This is an optimization exercise on Yosys and OpenROAD, whose aim is small area and a short achievable clock period, not a production implementation.
RTL that was checked went through simulation tests only; none was proved equivalent to the original.
Power figures rest on the tool's default switching activity, not on a simulated workload.

== before ==
==> flow/design.v (excerpt) <==
module drain_convert (
    input  wire         clk,
    input  wire         rst,
    input  wire         in_valid,
    input  wire [31:0]  in_acc,
    input  wire         in_acc_int,
    input  wire [3:0]   in_ofmt,
    input  wire         in_sat,
    input  wire         in_mask,
    input  wire [127:0] in_cb,
    output reg          out_valid,
    output reg  [31:0]  out_data,
    output reg          out_sat,
    output reg          out_nan
);
Settings: LEC_CHECK=0, ABC_AREA=1, CAP_MARGIN=20, CORE_MARGIN=2, CORE_UTILIZATION=55, CTS_CLUSTER_DIAMETER=150, CTS_CLUSTER_SIZE=25, PLACE_DENSITY=0.7, SLEW_MARGIN=68; clock period 20.0 ns.
standard.sh (not shown) runs the stock make flow with config.mk's settings and CLKGATE_MAP_FILE= SYNTH_SCRIPT=/design/flow/synth_recipe.tcl, a recipe that flattens the netlist after the stock synthesis.
==> flow/flow/run.sh <==
#!/bin/bash
# The standard layout, with each port buffered by the smallest buffer cell
# instead of the default choice.
set -euo pipefail
export BUFFER_PORTS_ARGS="-buffer_cell sky130_fd_sc_hd__buf_1"
bash standard.sh finish > standard_flow.log 2>&1
#### Input delta (after over before)
-- flow/design.v --
<<< before, line 232
    input  wire         acc_int,
    input  wire         mask,
    input  wire         fnan,      
    input  wire         fneg,      
    input  wire [127:0] cb,
    output reg  [31:0]  w,
>>> after, line 232
    input  wire         acc_int,
    input  wire         mask,
    input  wire [127:0] cb,
    output reg  [31:0]  w,
<<< before, line 282
        ex  = acc[30:23];
        sig = {ex != 8'd0, acc[22:0]};
        nan  = fnan;
        kill = mask || fnan;
        big = (ex >= 8'd135);
        pre = sig;
>>> after, line 280
        ex  = acc[30:23];
        sig = {ex != 8'd0, acc[22:0]};
        nan = !acc_int && (ex == 8'hFF) && (acc[22:0] != 23'd0) && !mask;
        kill = mask || nan;
        big = (ex >= 8'd135);
        pre = sig;
<<< before, line 309
            end
        end else begin
            neg = fneg;
            yy  = {1'b0, u};
            yq  = {fneg, u[9:2] ^ {8{fneg}}};
        end
        if (kill) begin
>>> after, line 307
            end
        end else begin
            neg = s;
            yy  = {1'b0, u};
            yq  = {s, u[9:2] ^ {8{s}}};
        end
        if (kill) begin
<<< before, line 423
    reg         r_sat;
    reg         r_mask;
    reg         r_fnan;    
    reg         r_fneg;    
    wire        fnan_in = !in_acc_int && !in_mask && (in_acc[30:23] == 8'hFF) &&
                          (in_acc[22:0] != 23'd0);
    reg [127:0] r_cb;
    always @(posedge clk) begin
>>> after, line 421
    reg         r_sat;
    reg         r_mask;
    reg [127:0] r_cb;
    always @(posedge clk) begin
<<< before, line 436
        r_sat     <= in_sat;
        r_mask    <= in_mask;
        r_fnan    <= fnan_in;
        r_fneg    <= in_acc[31] && !in_acc_int && !in_mask && !fnan_in;
        r_cb      <= in_cb;
    end
>>> after, line 430
        r_sat     <= in_sat;
        r_mask    <= in_mask;
        r_cb      <= in_cb;
    end
<<< before, line 444
    wire        g4_below, g4_hsat, g4_nan;
    dc_i2f_norm u_nrm (.a(r_acc), .f(nrm_w), .rb(nrm_rb), .st(nrm_st));
    dc_g4_find  u_g4f (.acc(r_acc), .acc_int(r_acc_int), .mask(r_mask),
                       .fnan(r_fnan), .fneg(r_fneg), .cb(r_cb),
                       .w(g4_w), .below(g4_below), .hi_sat(g4_hsat), .nan(g4_nan));
    reg [31:0] c1_w;
>>> after, line 436
    wire        g4_below, g4_hsat, g4_nan;
    dc_i2f_norm u_nrm (.a(r_acc), .f(nrm_w), .rb(nrm_rb), .st(nrm_st));
    dc_g4_find  u_g4f (.acc(r_acc), .acc_int(r_acc_int), .mask(r_mask), .cb(r_cb),
                       .w(g4_w), .below(g4_below), .hi_sat(g4_hsat), .nan(g4_nan));
    reg [31:0] c1_w;
[summary]
[compare] base=before new=after: largest driver fanout on the critical path lost about 7%; clock-buffer cell count picked up an extra 1; synthesized cell count lost 1.1%; initial antenna violation count picked up an extra 1; register area lost 0.67%. On power of the clock network, before and after are neck and neck. For the fraction of final layout cells sized beyond drive strength 1, after came in 0.40 points higher than before did. Final-layout non-clock buffer area share is lower on after. Between before and after, share of the cycle needed by the critical path after routing decreased. The critical path depth of after is lower than that of before.
Function not checked in before: the RTL went through the layout flow alone.

-- static timing again, ports no longer ideal --
The flow's constraints put no driver on any port. The routed layouts listed below were extracted and timed again, unchanged, in two steps. Step 1: set_driving_cell puts a clkbuf_16 on clk and a buf_2 on each other input, an assumption about the parent block. Step 2 times the ports against the registers' clock, not the clock port: input delays grow and output delays shrink by t, the midpoint of the rising clock arrivals with the driver on. Slacks: ideal / step 1 / step 2; pairs: ideal / step 1.
| run | shift t [ns] | setup slack, ns | hold WS [ns] | worst slew at a driven data input, ns |
|---|---|---|---|---|
| before | 0.559 | 14.875 / 14.875 / 14.838 | 0.423 / 0.423 / 0.423 | 0.04 |
| after | 0.575 | 14.922 / 14.919 / 14.922 | 0.411 / 0.411 / 0.411 | 0.09 |
After both steps setup and hold are still met in every run listed. For before, which loses most, drivers alone change the setup slack by 0.000 ns; drivers and shift together by -0.037 ns.
